This is an optimization exercise on Yosys and OpenROAD, whose aim is small area, a short achievable clock period and few clock cycles per item, not a production implementation. No functional check of the RTL was part of any run shown here. Power figures rest on the tool's default switching activity, not on a simulated workload.

==> design.v <==
module gen_pair (
    input  wire        clk,
    input  wire        rst,           
    input  wire        load,
    input  wire [10:0] cfg_width,     
    input  wire [31:0] cfg_p0,
    input  wire [63:0] cfg_p1,
    input  wire [63:0] cfg_p2,
    output reg  [1:0]  err,           
    input  wire        beat_ready,
    output wire        beat_valid,
    output wire [63:0] beat,
    output wire [31:0] beat_addr,
    output wire [31:0] beat_step
);
    localparam [2:0] LIN_UP = 3'd0, LIN_DOWN = 3'd1, COMPLEMENT = 3'd2, GRAY = 3'd3,
                     ROW_FAST = 3'd4, COL_FAST = 3'd5, GALLOP = 3'd6, BUTTERFLY = 3'd7;
    localparam [3:0] SOLID = 4'd0, CHECKER = 4'd1, ROW_STRIPE = 4'd2, COL_STRIPE = 4'd3,
                     ADDR = 4'd4, PRBS7 = 4'd5, PRBS15 = 4'd6, PRBS23 = 4'd7, PRBS31 = 4'd8;
    wire [3:0]  d_aord     = cfg_p0[6:3];
    wire [3:0]  d_dpat     = cfg_p0[10:7];
    wire [7:0]  d_ratem1   = cfg_p0[18:11];
    wire [4:0]  d_colbits  = cfg_p0[23:19];
    wire [4:0]  d_rowbits  = cfg_p0[28:24];
    wire [2:0]  d_bankbits = cfg_p0[31:29];
    wire [31:0] d_start    = cfg_p1[31:0];
    wire [30:0] d_seed     = cfg_p1[62:32];
    wire [9:0]  d_aoff     = cfg_p2[9:0];
    wire        d_aen      = cfg_p2[10];
    wire [9:0]  d_doff     = cfg_p2[20:11];
    wire [9:0]  d_dwm1     = cfg_p2[30:21];
    wire        d_den      = cfg_p2[31];
    wire [15:0] d_step     = cfg_p2[47:32];
    wire        d_inv      = cfg_p2[48];
    wire [6:0]  d_abfull = {2'b0, d_colbits} + {2'b0, d_rowbits} + {4'b0, d_bankbits};
    wire [5:0]  d_ab     = d_abfull[5:0];
    wire [6:0]  d_w7   = cfg_width[6:0];
    wire        d_w64  = (cfg_width[10:7] == 4'd0) && (d_w7 != 7'd0) &&
                         !(d_w7[6] && d_w7[5:0] != 6'd0);            
    wire [7:0]  d_aend = {1'b0, d_aoff[6:0]} + {1'b0, d_abfull};
    wire [7:0]  d_dend = {1'b0, d_doff[6:0]} + {1'b0, d_dwm1[6:0]} + 8'd1;
    wire        d_afit = !d_aen || (d_aoff[9:7] == 3'd0 && d_aend <= {1'b0, d_w7});
    wire        d_dfit = !d_den || (d_doff[9:7] == 3'd0 && d_dwm1[9:7] == 3'd0 &&
                                    d_dend <= {1'b0, d_w7});
    wire        d_abok = (d_abfull <= 7'd32) &&
                         !((d_aord == {1'b0, GALLOP} || d_aord == {1'b0, BUTTERFLY}) &&
                           (d_abfull == 7'd0 || d_abfull > 7'd16));
    wire        d_ok   = !d_aord[3] && (d_dpat <= 4'd8) && d_abok && d_w64 && d_afit && d_dfit;
    wire d_ill = (d_aord > 4'd7) || (d_dpat > 4'd8) || (d_abfull > 7'd32) ||
                 ((d_aord == {1'b0, GALLOP} || d_aord == {1'b0, BUTTERFLY}) &&
                  (d_ab == 6'd0 || d_ab > 6'd16)) ||
                 (d_aen && ({1'b0, d_aoff} + {5'd0, d_ab} > {1'b0, cfg_width})) ||
                 (d_den && ({1'b0, d_doff} + {1'b0, d_dwm1} + 11'd1 > {1'b0, cfg_width}));
    wire d_badw  = (cfg_width == 11'd0) || (cfg_width > 11'd1024);
    wire [1:0] d_err = d_ill ? 2'd1 : d_badw ? 2'd2 : d_ok ? 2'd0 : 2'd3;
    wire       d_new = load && d_ok;
    wire d_divord = (d_aord[2:0] == GALLOP) || (d_aord[2:0] == BUTTERFLY);
    reg [30:0] d_prbs;
    always @(*) begin
        case (d_dpat)
            PRBS7:   d_prbs = (d_seed[6:0]  == 0) ? 31'h7f       : {24'd0, d_seed[6:0]};
            PRBS15:  d_prbs = (d_seed[14:0] == 0) ? 31'h7fff     : {16'd0, d_seed[14:0]};
            PRBS23:  d_prbs = (d_seed[22:0] == 0) ? 31'h7fffff   : {8'd0,  d_seed[22:0]};
            default: d_prbs = (d_seed[30:0] == 0) ? 31'h7fffffff : d_seed;
        endcase
    end
    reg [2:0]  aord;
    reg [3:0]  dpat;
    reg [7:0]  ratem1;
    reg [4:0]  colbits;
    reg [4:0]  rowbits;
    reg [5:0]  ab;
    reg [15:0] start;     
    reg        aen;
    reg [5:0]  aoff;
    reg        den;
    reg [5:0]  doff;
    reg [5:0]  dwm1;
    reg        inv;
    reg        sp;
    reg [15:0] sj;
    reg [15:0] sh;
    reg        shs;
    reg        sneg;      
    reg [31:0] x;
    reg [15:0] gj;
    reg        p;
    reg [31:0] an;
    reg [31:0] lo;
    reg [30:0] hist;
    reg        ovalid;
    reg [63:0] obeat;
    reg [31:0] oaddr;
    reg [31:0] ostep;
    reg [7:0]  rep;
    reg        last;      
    localparam [2:0] P_RUN = 3'd0, P_PRIME1 = 3'd1, P_PRIME2 = 3'd2, P_PRIME3 = 3'd3,
                     P_ABS = 3'd4, P_DIV = 3'd5, P_NEG = 3'd6;
    reg [2:0]  phase;
    reg [3:0]  cnt;
    assign beat_valid = ovalid;
    assign beat       = obeat;
    assign beat_addr  = oaddr;
    assign beat_step  = ostep;
    wire xfer    = ovalid && beat_ready && !load;
    wire adv_b   = (xfer && last) || (phase == P_PRIME3);    
    wire adv_a   = adv_b || (phase == P_PRIME1) || (phase == P_PRIME2);   
    wire [31:0] mask  = ~({32{1'b1}} << ab);
    wire is_gal = (aord == GALLOP);
    wire is_bf  = (aord == BUTTERFLY);
    wire [15:0] M = is_gal ? mask[15:0] : is_bf ? {10'd0, ab} : 16'd1;
    wire        c0    = p & sp;
    wire [16:0] m2    = {1'b0, gj} + {1'b0, sj} + {16'd0, c0};
    wire [16:0] cs_in = (phase == P_DIV) ? {sj, sh[15]} : m2;
    wire [17:0] cs_d  = {1'b0, cs_in} - {2'b0, M};
    wire        cs_ge = !cs_d[17];
    wire [16:0] cs_out = cs_ge ? cs_d[16:0] : cs_in;
    wire [31:0] xs0     = x + {{16{shs}}, sh};
    wire [31:0] xs1     = x + {{16{shs}}, sh} + 32'd1;
    wire [31:0] x_next  = (cs_ge ? xs1 : xs0) & mask;
    wire [15:0] gj_next = cs_out[15:0];
    wire        p_next  = p ^ sp;
    wire [16:0] nt   = {1'b0, sj} + {16'd0, sp};
    wire        b1   = (phase == P_NEG) && (is_gal || is_bf) && (nt != 17'd0);
    wire [15:0] sh_neg = ~sh + {15'd0, !b1};
    wire [16:0] sj_neg = {1'b0, M} - nt;
    wire [31:0] xm = x & mask;
    wire [5:0]  rcw   = {1'b0, rowbits} + {1'b0, colbits};
    wire [32:0] wmsk  = (33'd1 << rcw) - 33'd1;
    wire [31:0] cmask = (32'd1 << colbits) - 32'd1;
    wire [31:0] a_rf  = (xm & ~wmsk[31:0]) | ((xm >> rowbits) & cmask) |
                        ((xm << colbits) & wmsk[31:0] & ~cmask);
    wire [15:0] gi    = x[15:0];
    wire [15:0] jj    = (gj >= gi) ? gj + 16'd1 : gj;
    wire [15:0] a_gal = (start + (p ? jj : gi)) & mask[15:0];
    reg [31:0] a;
    always @(*) begin
        case (aord)
            COMPLEMENT: a = p ? (xm ^ mask) : xm;
            GRAY:       a = xm ^ (xm >> 1);
            ROW_FAST:   a = a_rf;
            GALLOP:     a = {16'd0, a_gal};
            BUTTERFLY:  a = p ? xm : (xm ^ (32'd1 << gj[4:0]));
            default:    a = xm;
        endcase
    end
    wire c0b = (colbits != 5'd0) ? lo[0] : 1'b0;
    wire r0b = (rowbits != 5'd0) ? lo[colbits] : 1'b0;
    wire [31:0] r1 = an | (an << ab);       
    wire [31:0] r2 = r1 | (r1 << {ab, 1'b0});
    wire [31:0] r3 = r2 | (r2 << {ab, 2'b0});
    wire [31:0] r4 = r3 | (r3 << {ab, 3'b0});
    wire [31:0] rlo = r4 | (r4 << {ab, 4'b0});
    reg  [5:0]  s32;      
    reg  [5:0]  s32c;
    wire [31:0] rm  = {32{1'b1}} >> s32;    
    wire [31:0] rhi = ((lo >> s32) & rm) | ((lo << s32c) & ~rm);
    wire [63:0] addr_bits = {rhi, lo};
    wire [94:0] e7, e15, e23, e31;
    genvar g;
    generate
        for (g = 0; g < 31; g = g + 1) begin : g_hist
            assign e7[30 - g]  = hist[g];
            assign e15[30 - g] = hist[g];
            assign e23[30 - g] = hist[g];
            assign e31[30 - g] = hist[g];
        end
        for (g = 31; g < 95; g = g + 1) begin : g_prbs
            assign e7[g]  = e7[g - 7]   ^ e7[g - 6];
            assign e15[g] = e15[g - 15] ^ e15[g - 14];
            assign e23[g] = e23[g - 23] ^ e23[g - 18];
            assign e31[g] = e31[g - 31] ^ e31[g - 28];
        end
    endgenerate
    reg [94:0] ext;
    always @(*) begin
        case (dpat)
            PRBS7:   ext = e7;
            PRBS15:  ext = e15;
            PRBS23:  ext = e23;
            default: ext = e31;
        endcase
    end
    wire [63:0] prbs_bits = ext[94:31];
    wire [94:0] ext_sh = ext >> dwm1;
    wire [30:0] hist_next;
    generate
        for (g = 0; g < 31; g = g + 1) begin : g_hn
            assign hist_next[g] = ext_sh[31 - g];
        end
    endgenerate
    reg [63:0] pattern;
    always @(*) begin
        case (dpat)
            CHECKER:    pattern = {32{2'b10}} ^ {64{r0b ^ c0b}};
            ROW_STRIPE: pattern = {64{r0b}};
            COL_STRIPE: pattern = {64{c0b}};
            ADDR:       pattern = addr_bits;
            PRBS7, PRBS15, PRBS23, PRBS31: pattern = prbs_bits;
            default:    pattern = 64'd0;
        endcase
    end
    wire [63:0] dmask   = {64{1'b1}} >> (6'd63 - dwm1);
    wire [63:0] data    = (pattern ^ {64{inv}}) & dmask & {64{den}};
    wire [31:0] ao      = lo & mask;
    wire [63:0] a_field = aen ? ({32'd0, ao} << aoff) : 64'd0;
    wire [63:0] d_field = data << doff;
    wire [63:0] beat_nx = a_field ^ d_field;
    always @(posedge clk) begin
        case (ab)
            6'd1: begin s32 <= 6'd0; s32c <= 6'd1; end
            6'd2: begin s32 <= 6'd0; s32c <= 6'd2; end
            6'd3: begin s32 <= 6'd2; s32c <= 6'd1; end
            6'd4: begin s32 <= 6'd0; s32c <= 6'd4; end
            6'd5: begin s32 <= 6'd2; s32c <= 6'd3; end
            6'd6: begin s32 <= 6'd2; s32c <= 6'd4; end
            6'd7: begin s32 <= 6'd4; s32c <= 6'd3; end
            6'd8: begin s32 <= 6'd0; s32c <= 6'd8; end
            6'd9: begin s32 <= 6'd5; s32c <= 6'd4; end
            6'd10: begin s32 <= 6'd2; s32c <= 6'd8; end
            6'd11: begin s32 <= 6'd10; s32c <= 6'd1; end
            6'd12: begin s32 <= 6'd8; s32c <= 6'd4; end
            6'd13: begin s32 <= 6'd6; s32c <= 6'd7; end
            6'd14: begin s32 <= 6'd4; s32c <= 6'd10; end
            6'd15: begin s32 <= 6'd2; s32c <= 6'd13; end
            6'd16: begin s32 <= 6'd0; s32c <= 6'd16; end
            6'd17: begin s32 <= 6'd15; s32c <= 6'd2; end
            6'd18: begin s32 <= 6'd14; s32c <= 6'd4; end
            6'd19: begin s32 <= 6'd13; s32c <= 6'd6; end
            6'd20: begin s32 <= 6'd12; s32c <= 6'd8; end
            6'd21: begin s32 <= 6'd11; s32c <= 6'd10; end
            6'd22: begin s32 <= 6'd10; s32c <= 6'd12; end
            6'd23: begin s32 <= 6'd9; s32c <= 6'd14; end
            6'd24: begin s32 <= 6'd8; s32c <= 6'd16; end
            6'd25: begin s32 <= 6'd7; s32c <= 6'd18; end
            6'd26: begin s32 <= 6'd6; s32c <= 6'd20; end
            6'd27: begin s32 <= 6'd5; s32c <= 6'd22; end
            6'd28: begin s32 <= 6'd4; s32c <= 6'd24; end
            6'd29: begin s32 <= 6'd3; s32c <= 6'd26; end
            6'd30: begin s32 <= 6'd2; s32c <= 6'd28; end
            6'd31: begin s32 <= 6'd1; s32c <= 6'd30; end
            6'd32: begin s32 <= 6'd0; s32c <= 6'd32; end
            default: begin s32 <= 6'd0; s32c <= 6'd0; end
        endcase
    end
    always @(posedge clk) begin
        if (rst) begin
            err     <= 2'd0;
            aord    <= LIN_UP;
            dpat    <= SOLID;
            ratem1  <= 8'd0;
            colbits <= 5'd0;
            rowbits <= 5'd0;
            ab      <= 6'd0;
            start   <= 16'd0;
            aen     <= 1'b0;
            aoff    <= 6'd0;
            den     <= 1'b0;
            doff    <= 6'd0;
            dwm1    <= 6'd0;
            inv     <= 1'b0;
            sp      <= 1'b0;
            sj      <= 16'd0;
            sh      <= 16'd0;
            shs     <= 1'b0;
            sneg    <= 1'b0;
            x       <= 32'd0;
            gj      <= 16'd0;
            p       <= 1'b0;
            an      <= 32'd0;
            lo      <= 32'd0;
            hist    <= 31'd0;
            ovalid  <= 1'b1;
            obeat   <= 64'd0;
            oaddr   <= 32'd0;
            ostep   <= 32'd0;
            rep     <= 8'd0;
            last    <= 1'b1;
            phase   <= P_RUN;
            cnt     <= 4'd0;
        end else if (d_new) begin
            err     <= 2'd0;
            aord    <= d_aord[2:0];
            dpat    <= d_dpat;
            ratem1  <= d_ratem1;
            colbits <= d_colbits;
            rowbits <= d_rowbits;
            ab      <= d_ab;
            start   <= d_start[15:0];
            aen     <= d_aen;
            aoff    <= d_aoff[5:0];
            den     <= d_den;
            doff    <= d_doff[5:0];
            dwm1    <= d_dwm1[5:0];
            inv     <= d_inv;
            sneg    <= d_step[15];
            sj      <= 16'd0;
            if (d_divord) begin
                sp  <= d_step[0];
                sh  <= d_step;
                shs <= 1'b0;
            end else if (d_aord[2:0] == COMPLEMENT) begin
                sp  <= d_step[0];
                sh  <= {d_step[15], d_step[15:1]};
                shs <= d_step[15];
            end else begin
                sp  <= 1'b0;
                sh  <= d_step;
                shs <= d_step[15];
            end
            x       <= (d_aord[2:0] == GALLOP) ? 32'd0 : d_start;
            gj      <= 16'd0;
            p       <= 1'b0;
            hist    <= d_prbs;
            ovalid  <= 1'b0;
            ostep   <= 32'd0;
            rep     <= 8'd0;
            last    <= (d_ratem1 == 8'd0);
            cnt     <= 4'd0;
            phase   <= d_divord ? (d_step[15] ? P_ABS : P_DIV) :
                       (d_aord[2:0] == LIN_DOWN) ? P_NEG : P_PRIME1;
        end else begin
            if (load)
                err <= d_err;
            case (phase)
                P_ABS: begin
                    sh    <= sh_neg;
                    phase <= P_DIV;
                end
                P_DIV: begin
                    sj    <= cs_out[15:0];
                    sh    <= {(cnt == 4'd14) ? 1'b0 : sh[14], sh[13:0], cs_ge};
                    cnt   <= cnt + 4'd1;
                    if (cnt == 4'd14)
                        phase <= sneg ? P_NEG : P_PRIME1;
                end
                P_NEG: begin
                    sh    <= sh_neg;
                    if (is_gal || is_bf)
                        sj <= b1 ? sj_neg[15:0] : 16'd0;
                    else
                        shs <= !shs && (sh != 16'd0);
                    phase <= P_PRIME1;
                end
                P_PRIME1: phase <= P_PRIME2;
                P_PRIME2: phase <= P_PRIME3;
                P_PRIME3: begin
                    ovalid <= 1'b1;
                    phase  <= P_RUN;
                end
                default: ;
            endcase
            if (adv_a) begin
                x      <= x_next;
                gj     <= gj_next;
                p      <= p_next;
                an     <= a;
                lo     <= rlo;
            end
            if (adv_b) begin
                hist   <= hist_next;
                obeat  <= beat_nx;
                oaddr  <= ao;
                if (phase != P_PRIME3)
                    ostep <= ostep + 32'd1;
            end
            if (xfer) begin
                rep  <= last ? 8'd0 : rep + 8'd1;
                last <= last ? (ratem1 == 8'd0) : (rep + 8'd1 == ratem1);
            end
        end
    end
endmodule
==> run.sh <==
#!/bin/bash
# synth_recipe.tcl (not shown) runs the flow's synth.tcl, then flattens the netlist and writes it again
# the make line also repeats each setting of config.mk as NAME=value (left out here)
make -C /OpenROAD-flow-scripts/flow DESIGN_CONFIG=/design/flow/config.mk WORK_HOME=/design/flow/orfs CLKGATE_MAP_FILE= SYNTH_SCRIPT=/design/flow/synth_recipe.tcl finish
==> config.mk <==
export PLATFORM = sky130hd
export DESIGN_NAME = gen_pair
export DESIGN_NICKNAME = gen_pair
export VERILOG_FILES = /design/flow/design.v
export SDC_FILE = /design/flow/constraint.sdc
export NUM_CORES = 4
export LEC_CHECK = 0
export ABC_AREA = 1
export CAP_MARGIN = 60
export CORE_MARGIN = 2
export CORE_UTILIZATION = 55
export PLACE_DENSITY = 0.7
export SLEW_MARGIN = 60
==> constraint.sdc <==
create_clock -name core_clock -period 30.0 [get_ports {clk}]
set_input_delay 6.0000 -clock core_clock [delete_from_list [all_inputs] [get_ports {clk}]]
set_output_delay 6.0000 -clock core_clock [all_outputs]
set_load 0.01 [all_outputs]
==> impl_metrics.yaml, run 1 <==
timing:
  max_freq_mhz: 80.5
  worst_pin_slew_ns: 0.706
  post-route-period-util_pct: 41.4
  slew_viol_final: 0
  setup_ws_ns: 17.58
  final_hold_viol_count: 0
  fin_skew_ns: 0.0944
  setup_viol: 0
  tns_ns: 0
  period_minus_slack_ns: 12.42
  rsz0062_at_grt: "no"
  max-slew-margin-rel_pct: 53.0
  timing.hold.ws_ns: 0.468
place:
  numPortBuffers: 286
  dpl_worst_slack_ns: 16.93
  placed_area_um2: 63600
  gp_congestion: 1.16
  dp_hpwl_um: 231000
cells_and_area:
  final_cell_mix: "nand2_1 (3075), nand3_1 (1235), o21ai_0 (1159)"
  final_nets: 11200
  multi_input_area_um2: 45800
  fillers: 10900
  final_layout_size_suffix_gt1_share_pct: 5.62
  fin_area_um2: 65900
  area_delta_synth_final_pct: 9.75
  final_common_cell: "nand2_1"
  fin_util_pct: 60.7
  seqCellArea_um2: 8150
outcome:
  outcome: "complete, no violations"
yosys:
  ys_warn_count: 1
  synth_edf_count: 0
  synth_flop_cell: "dfxtp_1"
  synth-seq-cells: 404
  syn_area_per_cell_um2: 5.43
  synthArstFlopShare_pct: 0
  ys_types: 79
  ys_top_cells_by_area: "nand2_1 (19%), dfxtp_1 (13%), nand3_1 (10%), o21ai_0 (10%), inv_1 (6.3%)"
  synth_cells: 11100
  syn_nets: 11400
  yosysTopAreaCellShare_pct: 19.3
  synth.largest_area_cell: "nand2_1"
  yosysSeqAreaShare_pct: 13.5
  synthesis.area_um2: 60100
setup_path:
  r2r-start: "gj[1]$_SDFFE_PP0P_"
  critical_path.startpoint: "cfg_p0[20]"
  cp.arrival_ns: 13.06
  slowest_stage: "fa_1"
  crit_path_max_incr_delay_ns: 0.52
  crit_path_frequent_cell: "inv_1"
  critPathLaunchType: "primary input"
  crit_type: "in2reg"
  cp.required_ns: 30.64
  path_max_fanout: 107
  end_kind: "flip-flop"
clock_network:
  cts_root_buf: "clkbuf_16"
  post_cts_resized: 0
  cts.sinks: 404
  numCtsBuffers: 52
  clk_pin_slew_ns: 0.06
  clockBufferDepth: 3
  htreeDepth: 2
  insertion_delay_ns: 0.76
  ctsHoldBuffers: 0
  cts_tree: "built"
  cts_setup_buffers: 0
power:
  p_leak_nw: 29.0
  power_density_nw_per_um2: 42.7
  peakVddDrop_v: 0.000230
global_routing:
  grt_pass1_vias: 74400
  grt_max_degree: 108
  grt_antenna_before_repair: 21
  grt.total_usage_pct: 53.1
  grt_overflow: 0
  grt_pass1_wl_um: 457000
die:
  pin_count: 306
  die_w_um: 334
  start_util_pct: 55.3
  dieArea_um2: 112000
  die_h_um: 334
  rows: 121
  core_area_um2: 109000
detailed_routing:
  num_vias: 82500
  viasPerCell: 6.69
  totalWireLength_um: 311000
  drt_iter0_drc: 14500
  wl_per_cell_um: 25.2
  dr.pass1.iters: 12
  drc: 0
  ant_nets: 0
job:
  maxCapViolCount: 0
hold_path:
  hp-class: "reg2reg"
  hp-start: "start[8]$_SDFFE_PP0P_"
[kinds of logic (layout without fill, tap and decap cells)]
group | count (synthesis) | count (layout) | synth area share (%)
other cells | 0 | 7 | 0
buf+inv | 1747 | 1597 | 11.3
fa+ha+maj | 198 | 198 | 4.29
mux | 97 | 97 | 1.62
xor+xnor | 272 | 272 | 4.24
flops | 404 | 404 | 13.5
simple gates | 5786 | 5786 | 41.2
compound gates | 2564 | 2564 | 23.8
[cells in the mapped netlist (10+ instances only)]
cell type	number
a21o_1	11
o21ai_0	1204
nor2_1	900
a21oi_1	693
nand2_2	21
a211oi_1	45
nor4_1	45
o31ai_1	20
o21bai_1	24
or2_2	69
ha_1	185
o2111ai_1	25
a31oi_1	101
xor2_1	156
clkbuf_1	433
and2_1	10
buf_4	18
o41ai_1	14
nor2_2	18
o211ai_1	129
buf_1	144
buf_2	77
nand3_1	1236
inv_1	1007
nand4_1	191
a221oi_1	14
fa_1	13
o21a_1	13
xnor2_1	101
a22oi_1	33
inv_2	38
o21ai_1	63
o221ai_1	35
dfxtp_1	404
nor3_1	120
clkinv_1	20
nand2_1	3084
o311ai_0	18
o22ai_1	72
mux2i_1	97
nand3b_1	35
[flip-flops by register name (all words and copies together) (netlist names), 6 cells and up]
name	cells
ab	6
an	32
aoff	6
doff	6
dwm1	6
gj	16
hist	31
lo	32
oaddr	32
obeat	64
ostep	32
ratem1	8
rep	8
s32c	6
sh	16
sj	16
start	16
x	32
[routing by layer]
metal  up-vias  share of wire [%]  global-route usage [%]  wire length, um
li1      36800                  -                       -                -
met1     36900                 34                    61.9           106000
met4        24                 11                    44.2            33100
met2      6807                 40                    76.7           124000
met5         -              0.044                  0.0434              138
met3      1977                 15                    20.4            47500
[area by class of cell]
| type | count | share of cell area (%) |
|---|---|---|
| Tap cell | 1414 | 2.68 |
| Sequential cell | 404 | 12.4 |
| Antenna cell | 7 | 0.0266 |
| Multi-Input combinational cell | 8917 | 69.5 |
| Timing Repair Buffer | 434 | 6.41 |
| Clock buffer | 64 | 2.15 |
| Clock inverter | 32 | 0.723 |
| Inverter | 1067 | 6.15 |
[per-stage QoR]
stage	instances	total power [mW]
after detailed placement	12200	2.01
after global placement	12200	1.96
after global routing	12300	2.94
after CTS	12300	2.72
after floorplan	11100	1.58
final	12300	2.82
[report_power, final]
group	switching, mW	internal, mW
logic	0.914	0.458
registers	0.127	0.595
clock network	0.312	0.410
[final timing paths]
path | to | slack, ns | depth (start not counted)
setup / recovery | obeat[11]$_SDFFE_PP0P_ | 17.58 | 30
hold / removal | start[8]$_SDFFE_PP0P_ | 0.47 | 2
setup reg to reg | x[14]$_SDFFE_PP0P_ | 23.26 | 34
hold reg to reg | start[8]$_SDFFE_PP0P_ | 0.47 | 2
[worst max-delay path, delay by kind of cell]
family          cells  cell delay, ns
compound gates      6            1.13
simple gates        5            0.53
xor+xnor            2            0.62
fa+ha+maj           5            1.80
buf+inv            12            2.82
==> run 2: changes to the inputs <==
--- a/design.v
+++ b/design.v
@@ -34,34 +34,43 @@
     wire        d_inv      = cfg_p2[48];
     wire [6:0]  d_abfull = {2'b0, d_colbits} + {2'b0, d_rowbits} + {4'b0, d_bankbits};
     wire [5:0]  d_ab     = d_abfull[5:0];
-    wire [6:0]  d_w7   = cfg_width[6:0];
-    wire        d_w64  = (cfg_width[10:7] == 4'd0) && (d_w7 != 7'd0) &&
-                         !(d_w7[6] && d_w7[5:0] != 6'd0);            
-    wire [7:0]  d_aend = {1'b0, d_aoff[6:0]} + {1'b0, d_abfull};
-    wire [7:0]  d_dend = {1'b0, d_doff[6:0]} + {1'b0, d_dwm1[6:0]} + 8'd1;
-    wire        d_afit = !d_aen || (d_aoff[9:7] == 3'd0 && d_aend <= {1'b0, d_w7});
-    wire        d_dfit = !d_den || (d_doff[9:7] == 3'd0 && d_dwm1[9:7] == 3'd0 &&
-                                    d_dend <= {1'b0, d_w7});
-    wire        d_abok = (d_abfull <= 7'd32) &&
-                         !((d_aord == {1'b0, GALLOP} || d_aord == {1'b0, BUTTERFLY}) &&
-                           (d_abfull == 7'd0 || d_abfull > 7'd16));
-    wire        d_ok   = !d_aord[3] && (d_dpat <= 4'd8) && d_abok && d_w64 && d_afit && d_dfit;
-    wire d_ill = (d_aord > 4'd7) || (d_dpat > 4'd8) || (d_abfull > 7'd32) ||
-                 ((d_aord == {1'b0, GALLOP} || d_aord == {1'b0, BUTTERFLY}) &&
-                  (d_ab == 6'd0 || d_ab > 6'd16)) ||
-                 (d_aen && ({1'b0, d_aoff} + {5'd0, d_ab} > {1'b0, cfg_width})) ||
-                 (d_den && ({1'b0, d_doff} + {1'b0, d_dwm1} + 11'd1 > {1'b0, cfg_width}));
+    wire [6:0]  d_ab7 = {2'b0, d_colbits} + {2'b0, d_rowbits} + {4'b0, d_bankbits};
+    wire [11:0] d_wa  = {1'b0, cfg_width} - {2'b0, d_aoff};
+    wire [11:0] d_wd  = {1'b0, cfg_width} + {2'b11, ~d_doff} + {2'b11, ~d_dwm1} + 12'd1;
+    wire        d_ca  = d_aen && (d_wa[11] || (d_wa[10:7] == 4'd0 && d_wa[6:0] < d_ab7));
+    wire        d_cd  = d_den && d_wd[11];
+    wire        d_gb  = (d_aord == {1'b0, GALLOP}) || (d_aord == {1'b0, BUTTERFLY});
+    wire d_ill   = d_aord[3] || (d_dpat > 4'd8) || (d_ab7 > 7'd32) ||
+                   (d_gb && (d_ab7 == 7'd0 || d_ab7 > 7'd16)) || d_ca || d_cd;
     wire d_badw  = (cfg_width == 11'd0) || (cfg_width > 11'd1024);
-    wire [1:0] d_err = d_ill ? 2'd1 : d_badw ? 2'd2 : d_ok ? 2'd0 : 2'd3;
-    wire       d_new = load && d_ok;
-    wire d_divord = (d_aord[2:0] == GALLOP) || (d_aord[2:0] == BUTTERFLY);
-    reg [30:0] d_prbs;
+    wire d_unsup = (cfg_width > 11'd64);
+    wire [1:0] d_err = d_ill ? 2'd1 : d_badw ? 2'd2 : d_unsup ? 2'd3 : 2'd0;
+    reg        pend;
+    reg [2:0]  w_aord;
+    reg [3:0]  w_dpat;
+    reg [7:0]  w_ratem1;
+    reg [4:0]  w_colbits;
+    reg [4:0]  w_rowbits;
+    reg [2:0]  w_bankbits;
+    reg [31:0] w_start;
+    reg [30:0] w_seed;
+    reg        w_aen;
+    reg [5:0]  w_aoff;
+    reg        w_den;
+    reg [5:0]  w_doff;
+    reg [5:0]  w_dwm1;
+    reg [15:0] w_step;
+    reg        w_inv;
+    wire commit = pend && (err == 2'd0);
+    wire w_divord = (w_aord == GALLOP) || (w_aord == BUTTERFLY);
+    wire [15:0] w_abs = w_step[15] ? 16'd0 - w_step : w_step;
+    reg [30:0] w_prbs;
     always @(*) begin
-        case (d_dpat)
-            PRBS7:   d_prbs = (d_seed[6:0]  == 0) ? 31'h7f       : {24'd0, d_seed[6:0]};
-            PRBS15:  d_prbs = (d_seed[14:0] == 0) ? 31'h7fff     : {16'd0, d_seed[14:0]};
-            PRBS23:  d_prbs = (d_seed[22:0] == 0) ? 31'h7fffff   : {8'd0,  d_seed[22:0]};
-            default: d_prbs = (d_seed[30:0] == 0) ? 31'h7fffffff : d_seed;
+        case (w_dpat)
+            PRBS7:   w_prbs = (w_seed[6:0]  == 0) ? 31'h7f       : {24'd0, w_seed[6:0]};
+            PRBS15:  w_prbs = (w_seed[14:0] == 0) ? 31'h7fff     : {16'd0, w_seed[14:0]};
+            PRBS23:  w_prbs = (w_seed[22:0] == 0) ? 31'h7fffff   : {8'd0,  w_seed[22:0]};
+            default: w_prbs = (w_seed[30:0] == 0) ? 31'h7fffffff : w_seed;
         endcase
     end
     reg [2:0]  aord;
@@ -95,14 +104,14 @@
     reg [7:0]  rep;
     reg        last;      
     localparam [2:0] P_RUN = 3'd0, P_PRIME1 = 3'd1, P_PRIME2 = 3'd2, P_PRIME3 = 3'd3,
-                     P_ABS = 3'd4, P_DIV = 3'd5, P_NEG = 3'd6;
+                     P_DIV = 3'd5, P_NEG = 3'd6;
     reg [2:0]  phase;
     reg [3:0]  cnt;
-    assign beat_valid = ovalid;
+    assign beat_valid = ovalid && !pend;
     assign beat       = obeat;
     assign beat_addr  = oaddr;
     assign beat_step  = ostep;
-    wire xfer    = ovalid && beat_ready && !load;
+    wire xfer    = ovalid && !pend && beat_ready && !load;
     wire adv_b   = (xfer && last) || (phase == P_PRIME3);    
     wire adv_a   = adv_b || (phase == P_PRIME1) || (phase == P_PRIME2);   
     wire [31:0] mask  = ~({32{1'b1}} << ab);
@@ -121,7 +130,7 @@
     wire [15:0] gj_next = cs_out[15:0];
     wire        p_next  = p ^ sp;
     wire [16:0] nt   = {1'b0, sj} + {16'd0, sp};
-    wire        b1   = (phase == P_NEG) && (is_gal || is_bf) && (nt != 17'd0);
+    wire        b1   = (nt != 17'd0);
     wire [15:0] sh_neg = ~sh + {15'd0, !b1};
     wire [16:0] sj_neg = {1'b0, M} - nt;
     wire [31:0] xm = x & mask;
@@ -244,8 +253,28 @@
         endcase
     end
     always @(posedge clk) begin
+        if (load) begin
+            w_aord     <= d_aord[2:0];
+            w_dpat     <= d_dpat;
+            w_ratem1   <= d_ratem1;
+            w_colbits  <= d_colbits;
+            w_rowbits  <= d_rowbits;
+            w_bankbits <= d_bankbits;
+            w_start    <= d_start;
+            w_seed     <= d_seed;
+            w_aen      <= d_aen;
+            w_aoff     <= d_aoff[5:0];
+            w_den      <= d_den;
+            w_doff     <= d_doff[5:0];
+            w_dwm1     <= d_dwm1[5:0];
+            w_step     <= d_step;
+            w_inv      <= d_inv;
+        end
+    end
+    always @(posedge clk) begin
         if (rst) begin
             err     <= 2'd0;
+            pend    <= 1'b0;
             aord    <= LIN_UP;
             dpat    <= SOLID;
             ratem1  <= 8'd0;
@@ -278,55 +307,60 @@
             last    <= 1'b1;
             phase   <= P_RUN;
             cnt     <= 4'd0;
-        end else if (d_new) begin
-            err     <= 2'd0;
-            aord    <= d_aord[2:0];
-            dpat    <= d_dpat;
-            ratem1  <= d_ratem1;
-            colbits <= d_colbits;
-            rowbits <= d_rowbits;
-            ab      <= d_ab;
-            start   <= d_start[15:0];
-            aen     <= d_aen;
-            aoff    <= d_aoff[5:0];
-            den     <= d_den;
-            doff    <= d_doff[5:0];
-            dwm1    <= d_dwm1[5:0];
-            inv     <= d_inv;
-            sneg    <= d_step[15];
+        end else if (commit) begin
+            pend    <= load;
+            err     <= load ? d_err : 2'd0;
+            aord    <= w_aord;
+            dpat    <= w_dpat;
+            ratem1  <= w_ratem1;
+            colbits <= w_colbits;
+            rowbits <= w_rowbits;
+            ab      <= {1'b0, w_colbits} + {1'b0, w_rowbits} + {3'b0, w_bankbits};
+            start   <= w_start[15:0];
+            aen     <= w_aen;
+            aoff    <= w_aoff;
+            den     <= w_den;
+            doff    <= w_doff;
+            dwm1    <= w_dwm1;
+            inv     <= w_inv;
+            sneg    <= w_step[15];
             sj      <= 16'd0;
-            if (d_divord) begin
-                sp  <= d_step[0];
-                sh  <= d_step;
+            cnt     <= 4'd0;
+            if (w_divord) begin
+                sp  <= w_step[0];
                 shs <= 1'b0;
-            end else if (d_aord[2:0] == COMPLEMENT) begin
-                sp  <= d_step[0];
-                sh  <= {d_step[15], d_step[15:1]};
-                shs <= d_step[15];
+                if (w_abs[15:5] == 11'd0) begin
+                    sh  <= {w_abs[4:0], 11'd0};
+                    cnt <= 4'd11;
+                end else
+                    sh  <= w_abs;
+            end else if (w_aord == COMPLEMENT) begin
+                sp  <= w_step[0];
+                sh  <= {w_step[15], w_step[15:1]};
+                shs <= w_step[15];
+            end else if (w_aord == LIN_DOWN) begin
+                sp  <= 1'b0;
+                sh  <= 16'd0 - w_step;
+                shs <= !w_step[15] && (w_step != 16'd0);
             end else begin
                 sp  <= 1'b0;
-                sh  <= d_step;
-                shs <= d_step[15];
+                sh  <= w_step;
+                shs <= w_step[15];
             end
-            x       <= (d_aord[2:0] == GALLOP) ? 32'd0 : d_start;
+            x       <= (w_aord == GALLOP) ? 32'd0 : w_start;
             gj      <= 16'd0;
             p       <= 1'b0;
-            hist    <= d_prbs;
+            hist    <= w_prbs;
             ovalid  <= 1'b0;
             ostep   <= 32'd0;
             rep     <= 8'd0;
-            last    <= (d_ratem1 == 8'd0);
-            cnt     <= 4'd0;
-            phase   <= d_divord ? (d_step[15] ? P_ABS : P_DIV) :
-                       (d_aord[2:0] == LIN_DOWN) ? P_NEG : P_PRIME1;
+            last    <= (w_ratem1 == 8'd0);
+            phase   <= w_divord ? P_DIV : P_PRIME1;
         end else begin
+            pend <= load;
             if (load)
                 err <= d_err;
             case (phase)
-                P_ABS: begin
-                    sh    <= sh_neg;
-                    phase <= P_DIV;
-                end
                 P_DIV: begin
                     sj    <= cs_out[15:0];
                     sh    <= {(cnt == 4'd14) ? 1'b0 : sh[14], sh[13:0], cs_ge};
@@ -336,10 +370,7 @@
                 end
                 P_NEG: begin
                     sh    <= sh_neg;
-                    if (is_gal || is_bf)
-                        sj <= b1 ? sj_neg[15:0] : 16'd0;
-                    else
-                        shs <= !shs && (sh != 16'd0);
+                    sj    <= b1 ? sj_neg[15:0] : 16'd0;
                     phase <= P_PRIME1;
                 end
                 P_PRIME1: phase <= P_PRIME2;
==> run 2 against run 1 <==
  * Still clean
  * Via count shrank 0.91%
  * Utilization rose by 0.54 points
  * Maximum frequency increased by 26%
  * Sequential power up 48%
  * Worst setup slack better by 2.6 ns
  * Combinational power grew 110%
  * Power rose by 66%
  * Worst hold slack got worse by 0.0096 ns
  * Cell count fell by 1.3%
  * Clock skew fell by 0.057 ns
==> impl_metrics.yaml, run 2 <==
outcome:
  outcome: "complete, no violations"
power:
  peakVddDrop_v: 0.0000871
  switchingPower_mw: 2.56
  p_int_mw: 2.11
  power_density_nw_per_um2: 68.0
  seqPwrFrac_pct: 22.8
  pwr-share-comb_pct: 60.0
  clkPwrFrac_pct: 17.2
  power.share.switching_pct: 54.8
  p_leak_nw: 29.3
cells_and_area:
  final_nets: 11000
  final_cell_mix: "nand2_1 (2853), o21ai_0 (1401), nor2_1 (952)"
  finalNonFillerCells: 12200
  fin_area_um2: 68800
  regMostFlops: "obeat"
  area_delta_synth_final_pct: 10.8
  largest_register_ffs: 64
  fin_util_pct: 61.3
  final_layout_size_suffix_gt1_share_pct: 5.88
  final_common_cell: "nand2_1"
yosys:
  synth-seq-cells: 533
  ys_warn_count: 1
  synth_common_cells: "nand2_1 (2860), o21ai_0 (1464), nor2_1 (980)"
  yosysSeqAreaShare_pct: 19.2
  synth_edf_count: 128
  ys_types: 81
  synthArstFlopShare_pct: 0
  yosysTopAreaCellShare_pct: 17.3
  synth_flop_cell: "dfxtp_1"
  ys_top_cells_by_area: "nand2_1 (17%), dfxtp_1 (13%), o21ai_0 (12%), nand3_1 (6.8%), edfxtp_1 (6.2%)"
  syn_area_per_cell_um2: 5.78
  yosysMostFrequentCell: "nand2_1"
  synth.largest_area_cell: "nand2_1"
  synth_cells: 10800
  syn_nets: 11100
  synthesis.area_um2: 62100
timing:
  worst_pin_slew_ns: 0.704
  final_hold_viol_count: 0
  period_minus_slack_ns: 9.83
  fin_skew_ns: 0.0377
  rsz0062_at_grt: "no"
  post-route-period-util_pct: 32.8
  max-slew-margin-rel_pct: 52.5
  setup_ws_ns: 20.17
  slew_viol_final: 0
  max_freq_mhz: 102
  tns_ns: 0
  setup_viol: 0
detailed_routing:
  ant_nets: 0
  dr.pass1.iters: 15
  route.met3.wl_um: 53400
  wl_met2_um: 124000
  wl_per_cell_um: 26.2
  drc: 0
  num_vias: 81800
  viasPerCell: 6.71
  m1WireLength_um: 113000
  totalWireLength_um: 319000
  drt_iter0_drc: 15300
  top_layer: "met5"
clock_network:
  ctsHoldBuffers: 0
  post_cts_resized: 0
  clk_pin_slew_ns: 0.06
  htreeDepth: 2
  numCtsBuffers: 61
  cts_root_buf: "clkbuf_16"
  cts.sinks: 533
  cts_tree: "built"
  clockBufferDepth: 3
  insertion_delay_ns: 0.73
  cts_setup_buffers: 0
setup_path:
  crit_type: "in2reg"
  end_kind: "flip-flop"
  crit_path_max_incr_delay_ns: 0.48
  slowest_stage: "clkdlybuf4s50_1"
  path_max_fanout: 11
  cp.required_ns: 30.60
  crit_chain: "clkdlybuf4s50_1, nand3_2, inv_1, nand2_1, nor2_2, inv_2, nor3_1, inv_1, nor3_1, nand2_1, nor3_1, nand3_1, nor3_2, nand3_1, nor4_2, nand3_1, nor2_1, nand2_1, nor2_1, inv_1, nor2_1, a21oi_1, o21a_1"
  critPathLaunchType: "primary input"
  cp.arrival_ns: 10.43
global_routing:
  grt_overflow: 0
  grt_pass1_wl_um: 464000
  grt_antenna_before_repair: 23
  grt_pass1_vias: 73400
  grt.total_usage_pct: 52.5
  grt_max_degree: 85
die:
  core_area_um2: 112000
  die_w_um: 340
  dieArea_um2: 116000
  rows: 123
  start_util_pct: 55.3
  die_h_um: 340
  pin_count: 306
place:
  placed_area_um2: 66300
  dpl.cell_count: 12000
  numPortBuffers: 286
  gp_congestion: 1.15
  dpl_worst_slack_ns: 19.97
  dp_hpwl_um: 238000
hold_path:
  hp-class: "reg2reg"
job:
  maxCapViolCount: 0
-- run 2: changes by cell type in the layout (fill, tap and decap cells not counted), sizes merged, moves of 28 or more --
cell / previous run / this run
inv: 1050 / 961
nand2: 3108 / 2873
o2111ai: 25 / 53
o21ai: 1269 / 1500
buf: 143 / 183
xor2: 159 / 195
edfxtp: 0 / 128
a21oi: 694 / 641
nor2: 923 / 1001
nand4: 191 / 109
nand3: 1246 / 846
-- run 2: critical path, delay by kind of cell --
kind,cells,cell delay (ns)
compound gates,2,0.20
buf+inv,5,0.99
simple gates,16,3.19
-- run 2: final cells by class --
cell class                      count  area [um2]
Fill cell                       10700       43500
Tap cell                         1500        1880
Antenna cell                       16        40.0
Sequential cell                   533       12000
Timing Repair Buffer              469        4500
Inverter                          987        3750
Clock inverter                     30         338
Clock buffer                       86        1760
Multi-Input combinational cell   8563       44600
-- run 2: per-layer routing --
metal / vias up / track usage [%]
li1: 36100 / -
met1: 36800 / 65.6
met2: 7078 / 73.5
met3: 1807 / 20.7
met4: 20 / 36.5
met5: - / 0.245
-- run 2: cell families after synthesis --
logic type | synth area share, %
adders and majority gates | 4.39
muxes | 1.68
DFF | 19.2
AOI/OAI and AO/OA | 25.7
buffers and inverters | 10.2
and+or+nand+nor | 34.5
xor gates and xnor gates | 4.28
-- run 2: per-stage QoR --
| step | hold slack (ns) | total power [mW] |
|---|---|---|
| after detailed placement | 0.441 | 3.64 |
| after global routing | 0.478 | 4.86 |
| after CTS | 0.457 | 4.44 |
| final | 0.459 | 4.68 |
| after global placement | 0.436 | 3.55 |
| after floorplan | 0.425 | 2.68 |
-- run 2: power groups by stage --
stage               sequential (mW)  clock, mW  combinational, mW
floorplan                     0.940          0               1.74
global placement               1.04          0               2.51
detailed placement             1.04          0               2.59
CTS                            1.03      0.794               2.62
global route                   1.06      0.826               2.98
finish                         1.07      0.805               2.81
-- run 2: path summary, 6_finish.rpt --
| check | from | end | slack [ns] | cells past startpoint |
|---|---|---|---|---|
| worst min-delay path | start[8]$_SDFFE_PP0P_ | start[8]$_SDFFE_PP0P_ | 0.46 | 2 |
| worst max register to register | ab[2]$_SDFFE_PP0P_ | x[30]$_SDFFE_PP0P_ | 22.77 | 29 |
| worst max-delay path | beat_ready | ostep[30]$_SDFFE_PP0P_ | 20.17 | 23 |
| worst min register to register | start[8]$_SDFFE_PP0P_ | start[8]$_SDFFE_PP0P_ | 0.46 | 2 |

re-timing with driven ports:
The flow's constraints put no driver on any port. The routed layouts listed below were extracted and timed again, unchanged, in two steps. Step 1 assumes that a clkbuf_16 drives the clock port and a buf_2 every other input. Step 2 also shifts input and output timing later by t, the mid clock arrival at the registers, as if the neighbouring blocks saw the same clock. Slacks: ideal / step 1 / step 2; pairs: ideal / step 1.
run | t (ns) | setup WS [ns] | latest minus earliest clock arrival (ns) | slew at the worst register clock pin (ns)
run 1 | 0.791 | 17.583 / 17.636 / 16.844 | 0.103 / 0.103 | 0.09 / 0.09
run 2 | 0.795 | 20.168 / 20.229 / 19.434 | 0.040 / 0.040 | 0.09 / 0.09
After both steps every run listed still meets setup and hold. The setup slack of run 1, which loses most, moves by +0.053 ns with the drivers and by -0.739 ns with both steps.
